Background: an optimization exercise with open tools, aiming at a short achievable clock period and few clock cycles per item. Do not read the settings as production practice.
In this exercise RTL edits were held to simulation tests only and were not proved equivalent to the original.
Power figures rest on the tool's default switching activity, not on a simulated workload.

==> design/flow/design.v <==
module galley_decoder (
    input  wire        clk,
    input  wire        rst,
    input  wire        start,
    input  wire [1:0]  exp_ratio,
    input  wire [12:0] exp_len,
    output wire        busy,
    input  wire        in_valid,
    input  wire [31:0] in_data,
    output wire        in_ready,
    output wire        wr_en,
    output wire [11:0] wr_addr,
    output wire [7:0]  wr_data,
    output wire        rd_en,
    output wire [11:0] rd_addr,
    input  wire [7:0]  rd_data,
    output reg         done,
    output reg         ok,
    output reg  [2:0]  fail_check,
    output reg  [12:0] len_out
);
    localparam F  = 80;                
    localparam [7:0] P_IDLE  = 8'b00000001,
                     P_HDR0  = 8'b00000010,
                     P_HDR1  = 8'b00000100,
                     P_CHK   = 8'b00001000,
                     P_RUN   = 8'b00010000,
                     P_PAD   = 8'b00100000,
                     P_DRAIN = 8'b01000000,
                     P_FIN   = 8'b10000000;
    localparam [1:0] K_LITHEAD = 2'd0,    
                     K_LITBYTE = 2'd1,    
                     K_MATCH   = 2'd2,    
                     K_BAD     = 2'd3;    
    reg        busy_r;
    reg [7:0]  pstate;
    reg [1:0]  ratio;
    reg [12:0] elen;
    reg [9:0]  nw_m1;             
    assign busy = busy_r;
    wire accept = start && pstate[0];     
    reg [9:0] nw_m1_in;
    always @(*) begin
        case (exp_ratio)
            2'd1:    nw_m1_in = 10'd511;
            2'd2:    nw_m1_in = 10'd767;
            default: nw_m1_in = 10'd895;
        endcase
    end
    wire st_idle  = pstate[0];
    wire st_hdr0  = pstate[1];
    wire st_hdr1  = pstate[2];
    wire st_chk   = pstate[3];
    wire st_run   = pstate[4];
    wire st_pad   = pstate[5];
    wire st_drain = pstate[6];
    wire st_fin   = pstate[7];
    reg        in_ready_r;
    reg        more;              
    reg [9:0]  wcnt;
    reg        ir_v;
    reg        ir_trl;
    reg        ir_push;           
    reg [31:0] ir_w;
    assign in_ready = in_ready_r;
    reg        rdy;               
    wire take_in = in_valid && rdy;
    wire wlast   = (wcnt == nw_m1);
    reg [33:0]  fmem [0:F-1];
    reg [F-1:0] ft;               
    wire        f_ne = ft[0];
    reg [9:0]   zacc;             
    reg         zacc_nz;          
    reg [9:0]   zmem [0:3];
    reg [1:0]   zwp, zrp;
    reg [2:0]   zcnt;
    wire fpush = ir_push;         
    wire [33:0] fhead = fmem[0];
    reg [33:0] pf0, pf1;
    reg [1:0]  pf_cnt;
    integer fi;
    wire zpush = fpush && zacc_nz;
    reg        h_v;
    reg        h_trl;
    reg        h_zcnz;
    reg [9:0]  h_zc;
    reg [31:0] h_w;
    wire        h_wavail = h_v && (h_zcnz || !h_trl);
    reg  [31:0] h_word;           
    reg [7:0] q [0:7];
    reg [7:0] qv;
    reg [31:0] hw0, hw1;
    reg [12:0] len;
    reg        a_lit;             
    reg [6:0]  a_litcnt;          
    reg        a_stop;
    reg        b_v;
    reg [1:0]  b_kind;
    reg [7:0]  b_byte;
    reg [6:0]  b_l;
    reg [7:0]  b_size;            
    reg [8:0]  b_n;
    reg [11:0] b_dm1;
    reg        b_d1, b_d2;
    reg [23:0] b_raw;
    reg [2:0]  b_rawv;
    reg [11:0] b_rem;             
    reg [11:0] pout;              
    reg [12:0] rlen;              
    reg [6:0]  b_left;            
    reg        rz;                
    reg        bl0;               
    reg [2:0]  fcode;
    reg        halt;              
    reg        pad_bad;
    reg [31:0] trl;
    reg [23:0] cmem [0:3];
    reg [1:0]  cwp, crp;
    reg [2:0]  ccnt;
    wire       c_full  = ccnt[2];
    wire       c_avail = (ccnt != 3'd0);
    wire [23:0] ch     = cmem[crp];
    reg        s_act;
    reg [11:0] s_src;
    reg [8:0]  s_left;
    reg        s_d1, s_d2;
    reg [11:0] s_out;
    reg        r_v, r_lit, r_d1, r_d2;
    reg [7:0]  r_byte;
    reg [11:0] r_wa;
    reg        rd_en_r;
    reg [11:0] rd_addr_r;
    reg        m_v, m_lit, m_d1, m_d2;
    reg [7:0]  m_byte;
    reg [11:0] m_wa;
    reg        w_v;
    reg [11:0] w_wa;
    reg [7:0]  w_d;
    reg [7:0]  lastb;             
    reg [7:0]  hist1;             
    reg [31:0] crc;
    assign wr_en   = w_v;
    assign wr_addr = w_wa;
    assign wr_data = w_d;
    assign rd_en   = rd_en_r;
    assign rd_addr = rd_addr_r;
    reg lv;                       
    wire eng_idle = !c_avail && !s_act && !r_v && !m_v && !lv;
    function [31:0] crc32c_byte;
        input [31:0] c;
        input [7:0]  d;
        integer k;
        reg [31:0] x;
        begin
            x = c ^ {24'd0, d};
            for (k = 0; k < 8; k = k + 1)
                x = x[0] ? ((x >> 1) ^ 32'h82F63B78) : (x >> 1);
            crc32c_byte = x;
        end
    endfunction
    wire [7:0]  h0 = hw0[7:0];
    wire [7:0]  h1 = hw0[15:8];
    wire [7:0]  h2 = hw0[23:16];
    wire [7:0]  h3 = hw0[31:24];
    wire [7:0]  h4 = hw1[7:0];
    wire [7:0]  h5 = hw1[15:8];
    wire [15:0] hlen = hw1[31:16];
    wire chk1 = (h0 == 8'h59) && (h1 == 8'h47) && (h2 == 8'h01) && (h5 == 8'h00);
    wire chk2 = (h3 == {6'd0, ratio});
    wire chk3 = ((elen == 13'd0) || (hlen == {3'd0, elen})) &&
                (hlen >= 16'd1) && (hlen <= 16'd4096) &&
                (h4[0] == (hlen < 16'd4096)) && (h4[7:1] == 7'd0);
    reg [11:0] rem0;
    always @(*) begin
        case (ratio)
            2'd1:    rem0 = 12'd2036;
            2'd2:    rem0 = 12'd3060;
            default: rem0 = 12'd3572;
        endcase
    end
    wire b_end   = rz && bl0;     
    wire b_stall = b_v && c_full;
    wire [7:0]  q0 = q[0];
    wire [7:0]  q1 = q[1];
    wire [7:0]  q2 = q[2];
    wire        t_lit  = !q0[7];
    wire        t_long = (q0[7:4] == 4'hF);
    wire [11:0] dm1    = {q0[3:0], q1};
    wire [8:0]  m_n    = t_long ? ({1'b0, q2} + 9'd10) : ({6'd0, q0[6:4]} + 9'd3);
    wire a_en    = st_run && !a_stop && !b_stall && !b_end;
    wire a_tok   = a_en && !a_lit;
    wire a_lb    = a_en && a_lit && qv[0];
    wire no_more = h_v && h_trl && !h_zcnz;
    wire a_have  = qv[0] && (t_long ? qv[2] : qv[1]);
    wire a_bad   = a_tok && no_more && !a_have;
    wire a_tokgo = a_tok && a_have;
    wire a_item  = a_tokgo || a_lb || a_bad;
    wire qc3 = a_tokgo && t_long;
    wire qc2 = a_tokgo && !t_long;
    wire qc1 = a_lb;
    wire qload = (st_chk || st_run) && !qv[4] && h_wavail;
    reg [7:0]  vq [0:11];
    reg [11:0] vv;
    reg [4:0]  qn;                
    integer a, b;
    always @(*) begin
        qn[0] = !qv[0];
        for (b = 1; b < 5; b = b + 1)
            qn[b] = qv[b - 1] && !qv[b];
        for (a = 0; a < 12; a = a + 1) begin
            vq[a] = (a < 8) ? (q[a % 8] & {8{qv[a % 8]}}) : 8'd0;
            if (a < 8)
                vv[a] = qv[a] || (qload && (a < 4 || qv[(a + 4) % 8]));
            else
                vv[a] = qload && qv[(a + 4) % 8];
            for (b = 0; b < 5; b = b + 1)
                if (a >= b && a < b + 4)
                    vq[a] = vq[a] | (h_word[8*((a - b) % 4) +: 8] & {8{qn[b]}});
        end
    end
    wire qc0 = !(qc1 || qc2 || qc3);
    wire b_go  = b_v && !b_end && !c_full;
    wire b_pad = b_v && b_end;
    wire b_lit_fail = (b_rem < {4'd0, b_size}) || ({4'd0, b_n} > rlen);
    wire b_m_fail   = (b_dm1 >= pout) || ({4'd0, b_n} > rlen);
    wire b_fail = b_go && ((b_kind == K_LITHEAD) ? b_lit_fail :
                           (b_kind == K_MATCH)   ? b_m_fail :
                           (b_kind == K_BAD));
    wire b_adv  = b_go && ((b_kind == K_LITHEAD) || (b_kind == K_MATCH));
    wire b_rawbad = (b_rawv[0] && b_raw[7:0]   != 8'd0) ||
                    (b_rawv[1] && b_raw[15:8]  != 8'd0) ||
                    (b_rawv[2] && b_raw[23:16] != 8'd0);
    wire        cpush = b_go && (b_kind != K_BAD);
    wire [23:0] cdata = (b_kind == K_MATCH) ? {1'b1, b_d1, b_d2, b_n, pout + ~b_dm1} :
                                              {3'b000, 9'd0, 4'd0, b_byte};
    wire hdr_take = (st_hdr0 || st_hdr1) && h_wavail;
    wire w_take   = qload || hdr_take;
    wire skip_st  = st_pad || st_drain;
    wire h_pop    = (w_take && !h_zcnz) || (skip_st && h_v);
    wire fpop     = f_ne && (pf_cnt != 2'd2);
    wire h_load   = (pf_cnt != 2'd0) && (!h_v || h_pop);
    wire c_pop  = !s_act && c_avail && !halt;
    wire s_emit = (s_act || c_avail) && !halt;
    reg qbad;
    integer j;
    always @(*) begin
        qbad = 1'b0;
        for (j = 0; j < 8; j = j + 1)
            if (qv[j] && q[j] != 8'd0)
                qbad = 1'b1;
    end
    wire       fin_now = st_fin && eng_idle;
    wire [2:0] res_fc  = (fcode != 3'd0) ? fcode :
                         pad_bad         ? 3'd5 :
                         (trl != ~crc)   ? 3'd6 : 3'd0;
    wire [7:0] w_sel = m_lit ? m_byte : m_d1 ? lastb : m_d2 ? hist1 : rd_data;
    always @(posedge clk) begin
        busy_r     <= !rst && (accept || (busy_r && !fin_now));
        in_ready_r <= !rst && (accept || (busy_r && more && !(take_in && wlast))) &&
                      !ft[F-3] && (zcnt <= 3'd1);
        rdy        <= !rst && (accept || (!pstate[0] && more && !(take_in && wlast))) &&
                      !ft[F-3] && (zcnt <= 3'd1);
        done       <= !rst && fin_now;
        ok         <= (res_fc == 3'd0);
        fail_check <= res_fc;
        len_out    <= (res_fc == 3'd0) ? len : 13'd0;
        w_v        <= !rst && m_v;
        w_wa       <= m_wa;
        w_d        <= w_sel;
        rd_en_r    <= !rst && !halt && (s_act || (c_avail && ch[23]));
        rd_addr_r  <= s_act ? s_src : ch[11:0];
    end
    integer k;
    always @(posedge clk) begin
        ir_w    <= in_data;
        ir_trl  <= wlast;
        for (fi = 0; fi < F; fi = fi + 1) begin
            if (fpop) begin
                if (fpush && ft[fi] && (fi == F - 1 || !ft[(fi + 1) % F]))
                    fmem[fi] <= {ir_trl, zacc_nz, ir_w};
                else if (fi < F - 1)
                    fmem[fi] <= fmem[(fi + 1) % F];
            end else if (fpush && !ft[fi] && (fi == 0 || ft[(fi + F - 1) % F])) begin
                fmem[fi] <= {ir_trl, zacc_nz, ir_w};
            end
        end
        if (zpush)
            zmem[zwp] <= zacc;
        if (fpop && !h_load) begin
            if (pf_cnt == 2'd0)
                pf0 <= fhead;
            else
                pf1 <= fhead;
        end else if (!fpop && h_load) begin
            pf0 <= pf1;
        end else if (fpop && h_load) begin
            if (pf_cnt == 2'd1) begin
                pf0 <= fhead;
            end else begin
                pf0 <= pf1;
                pf1 <= fhead;
            end
        end
        if (h_load) begin
            {h_trl, h_zcnz, h_w} <= pf0;
            h_word <= pf0[32] ? 32'd0 : pf0[31:0];
            h_zc <= zmem[zrp];
        end else if (!h_pop && w_take && h_zcnz) begin
            h_zc   <= h_zc - 10'd1;
            h_zcnz <= (h_zc != 10'd1);
            if (h_zc == 10'd1)
                h_word <= h_w;
        end
        for (k = 0; k < 8; k = k + 1)
            q[k] <= (vq[k + 3] & {8{qc3}}) | (vq[k + 2] & {8{qc2}}) |
                    (vq[k + 1] & {8{qc1}}) | (vq[k] & {8{qc0}});
        if (a_tokgo && t_lit)
            a_litcnt <= q0[6:0];
        if (a_lb)
            a_litcnt <= a_litcnt - 7'd1;
        if (!b_stall) begin
            b_kind <= a_lb ? K_LITBYTE : a_bad ? K_BAD : t_lit ? K_LITHEAD : K_MATCH;
            b_byte <= a_lb ? q0 : q1;
            b_l    <= q0[6:0];
            b_size <= t_lit ? ({1'b0, q0[6:0]} + 8'd2) : t_long ? 8'd3 : 8'd2;
            b_n    <= t_lit ? ({2'd0, q0[6:0]} + 9'd1) : m_n;
            b_dm1  <= dm1;
            b_d1   <= (dm1 == 12'd0);
            b_d2   <= (dm1 == 12'd1);
            b_raw  <= {q2, q1, q0};
            b_rawv <= {qc3, qc3 | qc2, qc3 | qc2 | qc1};
        end
        if (cpush)
            cmem[cwp] <= cdata;
        if (st_hdr0)
            hw0 <= h_word;
        if (st_hdr1)
            hw1 <= h_word;
        if (st_pad)
            trl <= h_w;
        if (s_act) begin
            r_lit     <= 1'b0;
            r_d1      <= s_d1;
            r_d2      <= s_d2;
            r_wa      <= s_out;
            s_src     <= s_src + 12'd1;
            s_left    <= s_left - 9'd1;
        end else begin
            r_lit     <= !ch[23];
            r_d1      <= ch[22];
            r_d2      <= ch[21];
            r_byte    <= ch[7:0];
            r_wa      <= s_out;
            s_src     <= ch[11:0] + 12'd1;
            s_left    <= ch[20:12] - 9'd1;
            s_d1      <= ch[22];
            s_d2      <= ch[21];
        end
        m_lit  <= r_lit;
        m_d1   <= r_d1;
        m_d2   <= r_d2;
        m_byte <= r_byte;
        m_wa   <= r_wa;
        if (m_v) begin
            hist1 <= lastb;
            lastb <= w_sel;
        end
    end
    always @(posedge clk) begin
        if (rst) begin
            pstate     <= P_IDLE;
            more       <= 1'b0;
            ir_v       <= 1'b0;
            ft         <= {F{1'b0}};
            zacc       <= 10'd0;
            zacc_nz    <= 1'b0;
            ir_push    <= 1'b0;
            zcnt       <= 3'd0;
            zwp        <= 2'd0;
            zrp        <= 2'd0;
            pf_cnt     <= 2'd0;
            h_v        <= 1'b0;
            qv         <= 8'd0;
            b_v        <= 1'b0;
            ccnt       <= 3'd0;
            cwp        <= 2'd0;
            crp        <= 2'd0;
            halt       <= 1'b0;
            s_act      <= 1'b0;
            r_v        <= 1'b0;
            m_v        <= 1'b0;
            lv         <= 1'b0;
        end else begin
            ir_v    <= take_in;
            ir_push <= take_in && ((in_data != 32'd0) || wlast);
            if (take_in) begin
                wcnt    <= wcnt + 10'd1;
                if (wlast)
                    more <= 1'b0;
            end
            if (ir_v) begin
                zacc_nz <= !fpush;
                if (fpush) begin
                    zacc <= 10'd0;
                end else begin
                    zacc <= zacc + 10'd1;
                end
            end
            if (zpush)
                zwp <= zwp + 2'd1;
            if (zpush && !(h_load && pf0[32]))
                zcnt <= zcnt + 3'd1;
            else if (!zpush && h_load && pf0[32])
                zcnt <= zcnt - 3'd1;
            if (fpop && !h_load)
                pf_cnt <= pf_cnt + 2'd1;
            else if (!fpop && h_load)
                pf_cnt <= pf_cnt - 2'd1;
            if (fpush && !fpop)
                ft <= {ft[F-2:0], 1'b1};
            else if (!fpush && fpop)
                ft <= {1'b0, ft[F-1:1]};
            if (h_load) begin
                if (pf0[32])
                    zrp <= zrp + 2'd1;
                h_v <= 1'b1;
            end else if (h_pop) begin
                h_v <= 1'b0;
            end
            for (k = 0; k < 8; k = k + 1) begin
                qv[k] <= (vv[k + 3] && qc3) || (vv[k + 2] && qc2) ||
                         (vv[k + 1] && qc1) || (vv[k] && qc0);
            end
            a_lit <= (a_lit && !(a_lb && a_litcnt == 7'd1)) ||
                     (!a_lit && a_tokgo && t_lit && (q0[6:0] != 7'd0));
            if (a_bad)
                a_stop <= 1'b1;
            if (!b_stall)
                b_v    <= a_item;
            if (b_adv) begin
                rz    <= (rlen == {4'd0, b_n});
                b_rem <= b_rem - {4'd0, b_size};
                pout <= pout + {3'd0, b_n};
                rlen <= rlen - {4'd0, b_n};
            end
            if (b_go && b_kind == K_LITHEAD) begin
                b_left <= b_l;
                bl0    <= (b_l == 7'd0);
            end
            if (b_go && b_kind == K_LITBYTE) begin
                b_left <= b_left - 7'd1;
                bl0    <= (b_left == 7'd1);
            end
            if (cpush)
                cwp <= cwp + 2'd1;
            if (c_pop)
                crp <= crp + 2'd1;
            if (cpush && !c_pop)
                ccnt <= ccnt + 3'd1;
            else if (!cpush && c_pop)
                ccnt <= ccnt - 3'd1;
                if (st_idle) begin
                    ratio      <= exp_ratio;
                    elen       <= exp_len;
                    nw_m1      <= nw_m1_in;
                    wcnt       <= 10'd0;
                    more       <= 1'b1;
                    qv         <= 8'd0;
                    fcode      <= 3'd0;
                    halt       <= 1'b0;
                    pad_bad    <= 1'b0;
                    s_out      <= 12'd0;
                    crc        <= 32'hFFFFFFFF;
                    if (start)
                        pstate <= P_HDR0;
                end
                if (st_hdr0 && h_wavail)
                    pstate <= P_HDR1;
                if (st_hdr1 && h_wavail)
                    pstate <= P_CHK;
                if (st_chk) begin
                    b_rem  <= rem0;
                    a_lit  <= 1'b0;
                    a_stop <= 1'b0;
                    b_v    <= 1'b0;
                    b_left <= 7'd0;
                    bl0    <= 1'b1;
                    rz     <= 1'b0;
                    rlen   <= hlen[12:0];
                    len    <= hlen[12:0];
                    pout   <= 12'd0;
                    if (!chk1) begin
                        fcode  <= 3'd1;
                        pstate <= P_DRAIN;
                    end else if (!chk2) begin
                        fcode  <= 3'd2;
                        pstate <= P_DRAIN;
                    end else if (!chk3) begin
                        fcode  <= 3'd3;
                        pstate <= P_DRAIN;
                    end else begin
                        pstate <= P_RUN;
                    end
                end
                if (st_run) begin
                    if (b_end) begin
                        if (b_pad && b_rawbad)
                            pad_bad <= 1'b1;
                        pstate <= P_PAD;
                    end else if (b_fail) begin
                        fcode  <= 3'd4;
                        halt   <= 1'b1;
                        pstate <= P_DRAIN;
                    end
                end
                if (st_pad) begin
                    qv   <= 8'd0;
                    b_v  <= 1'b0;
                    if (qbad)
                        pad_bad <= 1'b1;
                    if (h_v) begin
                        if (h_trl) begin
                            pstate <= P_FIN;
                        end else begin
                            pad_bad <= 1'b1;
                        end
                    end
                end
                if (st_drain) begin
                    qv   <= 8'd0;
                    b_v  <= 1'b0;
                    ccnt <= 3'd0;
                    crp  <= cwp;
                    if (h_v && h_trl)
                        pstate <= P_FIN;
                end
                if (st_fin) begin
                    if (eng_idle)
                        pstate <= P_IDLE;
                end
            r_v <= s_emit;
            if (halt) begin
                s_act <= 1'b0;
            end else if (s_act) begin
                s_act     <= (s_left != 9'd1);
                s_out     <= s_out + 12'd1;
            end else if (c_avail) begin
                s_act     <= ch[23];
                s_out     <= s_out + 12'd1;
            end
            m_v    <= r_v;
            lv     <= m_v;
            if (lv)
                crc <= crc32c_byte(crc, lastb);
        end
    end
endmodule
==> design/flow/run.sh <==
#!/bin/bash
# synth_recipe.tcl (not shown) runs the flow's synth.tcl, then flattens the netlist and writes it again
# the make line also repeats each setting of config.mk as NAME=value (left out here)
make -C /OpenROAD-flow-scripts/flow DESIGN_CONFIG=/design/flow/config.mk WORK_HOME=/design/flow/orfs CLKGATE_MAP_FILE= SYNTH_SCRIPT=/design/flow/synth_recipe.tcl finish
==> design/flow/config.mk <==
export PLATFORM = sky130hd
export DESIGN_NAME = galley_decoder
export DESIGN_NICKNAME = galley_decoder
export VERILOG_FILES = /design/flow/design.v
export SDC_FILE = /design/flow/constraint.sdc
export NUM_CORES = 4
export LEC_CHECK = 0
export CAP_MARGIN = 20
export CORE_MARGIN = 2
export CORE_UTILIZATION = 40
export PLACE_DENSITY = 0.6
export SETUP_SLACK_MARGIN = 5
export SLEW_MARGIN = 20
export TNS_END_PERCENT = 100
==> design/flow/constraint.sdc <==
create_clock -name core_clock -period 8.0 [get_ports {clk}]
set_input_delay 1.6000 -clock core_clock [delete_from_list [all_inputs] [get_ports {clk}]]
set_output_delay 1.6000 -clock core_clock [all_outputs]
set_load 0.01 [all_outputs]
==> flow_metrics.tcl <==
set metrics [dict create \
    worst-setup-path-type "register to output port" \
    cp.arrival_ns 1.43 \
    synthTopCellsByArea "edfxtp_1 (64%), mux2_2 (20%), dfxtp_1 (4.5%)" \
    fin_crit_sh_pct 37.87 \
    cts_buffers 383 \
    io_pins 113 \
    die_area_um2 393900 \
    synth_top_area_share_pct 64.13 \
    yosysWarnings 4 \
    leakage_nw 58.51 \
    numPortBuffers 112 \
    routabilityCongestion 0.8466 \
    vias 80690 \
    share_seq_of_total_power_pct 51.1 \
    ys_ff_latch 3668 \
    status "complete, no violations" \
    clockPowerShare_pct 39.6 \
    place_ws_ns 3.912 \
    swShare_pct 23.52 \
    worst_clock_skew_ns 0.09170 \
    cts_buffer_depth 4 \
    globalRouteTotalUtil_pct 18.01 \
    hold_viol_final 0 \
    avgViaCountPerCell 5.361 \
    timing.fmax_ghz 0.3301 \
    min_path_type "register to register" \
    required_ns 6.40 \
    finalMaxSlewViolations 0 \
    grt_antenna_before_repair 19 \
    syn_avg_cell_area_um2 16.37 \
    combPwrFrac_pct 9.3 \
    stdcell_count 15050 \
    place_area_um2 162400 \
    wl_per_cell_um 24.16 \
    crit_slowest_cell "dfxtp_2" \
    clkSlewWorstSetupHoldPaths_ns 0.06 \
    insertion_delay_ns 0.98 \
    setup_viol 0 \
    worstSetupEndpointType "output port" \
    rsz0062_at_grt "yes" \
    syn_inst 9500 \
    async_reset_ff_share_pct 0 \
    crit_fanout 1 \
    dr.pass1.iters 9 \
    pwr_density_cell_nw_per_um2 252.1 \
    grt_pass1_vias 84810 \
    synth_edf_count 3322 \
    die_h_um 627.6 \
    p_sw_mw 10.39 \
    setup_tns_ns 0 \
    crit_buf_inv 1 \
    internal_power_mw 33.78 \
    crit_family "flip-flops" \
    synth_most_common_cell "edfxtp_1" \
    post-route-util_pct 45.36 \
    final.setup.worst_slack_ns 4.970 \
    setup.worst_path.start_class "register" \
    drtIter0Drc 7438 \
    drc 0 \
    ys_seq_area_share_pct 68.59 \
    drive_above_1_share_pct 37.88 \
    synth.top_cells.by_count "edfxtp_1 (3,322), mux2_2 (2,728), clkbuf_1 (548)" \
    ant_nets 0 \
    hpwlAfterDp_um 214700 \
    slowest_delay_ns 0.37 \
    syn_to_final_growth_pct 12.65 \
    postCtsHoldBufs 0 \
    dp.cells 14320 \
    max_slew_margin_pct 24.19 \
    fp.dieW_um 627.6 \
    design_area_um2 175200 \
    core_um2 386300 \
    rows 228 \
    synth_largest_area_cell "edfxtp_1" \
    ys.flop_type "edfxtp_1" \
    period_needed_ns 3.030 \
    maxCapViolCount 0 \
    grt_max_degree 70 \
    wl_um 363600 \
    grt_pass1_wl_um 544500 \
    tightest_slew_ns 1.137 \
    syn-num-nets 9652 \
    synth_area_um2 155500 \
    peakVddDrop_v 0.0002347 \
    nets 9711 \
    fill_cells 33180 \
    overflow 0 \
    start_util_pct 40.27 \
    root_buffer "clkbuf_16" \
    cts_tree "yes" \
    clock-sinks 3668 \
    htree_levels 5 \
    ys_types 80 \
    crit_chain "buf_6" \
]
## cell usage in the layout (no fill, tap or decap), drive strengths merged, types with 54 or more instances in the layout
cell type	instances
mux2	2728
xor2	100
a22oi	80
nand3b	82
nand2	435
ha	88
dfxtp	346
xnor2	124
buf	304
inv	112
mux2i	108
clkinv	154
nor2	338
clkdlybuf4s50	57
nand3	55
a21oi	169
o21ai	158
clkbuf	519
edfxtp	3322
nand2b	54
## registers in the layout (all words and copies together) (netlist names), 13 cells and up, named ones only
name / flops
len_out: 13
h_w: 32
rlen: 13
q: 64
fmem: 2720
zmem: 40
ir_w: 32
elen: 13
h_word: 32
hw0: 32
pf0: 34
ft: 80
cmem: 96
trl: 32
b_raw: 24
hw1: 32
crc: 32
pf1: 34
len: 13
## per-layer routing
layer | routed length [um] | GRT usage (%) | up-vias | part of all wire, %
met2 | 186600 | 32.19 | 2260 | 51
li1 | - | - | 36270 | -
met5 | 23 | 0 | - | 0.0063
met3 | 17530 | 2.327 | 656 | 4.8
met4 | 10890 | 5.591 | 4 | 3.0
met1 | 148500 | 22.60 | 41510 | 41
## cell families (layout without fill, tap and decap cells)
family | Yosys count | after routing | synth area share [%]
adders and majority gates | 93 | 93 | 0.7722
buffers and inverters | 803 | 1177 | 2.062
muxes | 2870 | 2870 | 20.94
AOI/OAI and AO/OA | 628 | 630 | 2.607
DFF | 3668 | 3668 | 68.59
and+or+nand+nor | 1213 | 1214 | 3.679
other | 0 | 1 | 0
xor gates and xnor gates | 225 | 225 | 1.355
## final timing paths
path                         startpoint  cells after the start                end  slack (ns)
setup / recovery  fail_check[0]$_DFF_P_                      1      fail_check[0]        4.97
hold / removal          m_wa[3]$_DFF_P_                      0    w_wa[3]$_DFF_P_        0.32
setup reg to reg       qv[4]$_SDFF_PP0_                     12  pf0[28]$_DFFE_PP_        5.07
hold reg to reg         m_wa[3]$_DFF_P_                      0    w_wa[3]$_DFF_P_        0.32
## power by group through the flow
stage          registers [mW]  logic [mW]  clock network [mW]
6_report                 22.6        4.13                17.5
5_1_grt                  22.6        4.52                18.6
4_1_cts                  22.6        4.06                17.9
3_5_place_dp             23.0        3.95                   0
3_3_place_gp             23.0        3.83                   0
2_1_floorplan            22.6        2.92                   0
## through the flow
| stage | hold slack (ns) | total power [mW] |
|---|---|---|
| 2_1_floorplan | 0.3096 | 25.49 |
| 6_report | 0.3206 | 44.17 |
| 4_1_cts | 0.3241 | 44.49 |
| 3_5_place_dp | 0.3121 | 26.93 |
| 3_3_place_gp | 0.3133 | 26.79 |
| 5_1_grt | 0.3292 | 45.74 |
## area by class of cell
cell class / count / area, um2 / share of cell area [%]
clock inverters: 189 / 1704 / 0.9726
clock buffers: 514 / 10540 / 6.016
inverters: 106 / 419.2 / 0.2392
flip-flops and latches: 3668 / 106900 / 60.99
repair buffers: 368 / 3259 / 1.860
diodes: 1 / 2.502 / 0.001428
multi-input cells: 5032 / 45950 / 26.22
well taps: 5175 / 6475 / 3.695
## repair_timing
action                                  4_1_cts  5_1_grt
resized for setup                           284       54
endpoints found under the setup margin     2286      475
pin swaps                                     5        2
setup buffers                                 9       10
cloned                                        4        3
Testbench counts, summed over its fixed seeds: cycles 275,987, galleys 72.

[port drivers added, routing unchanged]
Ports are ideal in the flow. The routed layout listed here was re-timed in OpenROAD.
Step 1 sets driving cells, clkbuf_16 on the clock port and buf_2 on the other inputs (assumed; they add their load-dependent delay and slew).
Step 2 moves the port delays by t, midway between the first and last clock arrival at a register: inputs arrive t later, outputs are due t later. That takes back most of the time a late clock gives input paths.
Slacks: ideal / step 1 / step 2; pairs: ideal / step 1.
t (ns): 1.032
setup slack, ns: 4.970 / 4.869 / 4.428
hold slack, ns: 0.321 / 0.321 / 0.321
worst setup path after step 2: input to register
After both steps this run still meets setup and hold. For this run, drivers alone change the setup slack by -0.101 ns; drivers and shift together by -0.542 ns.
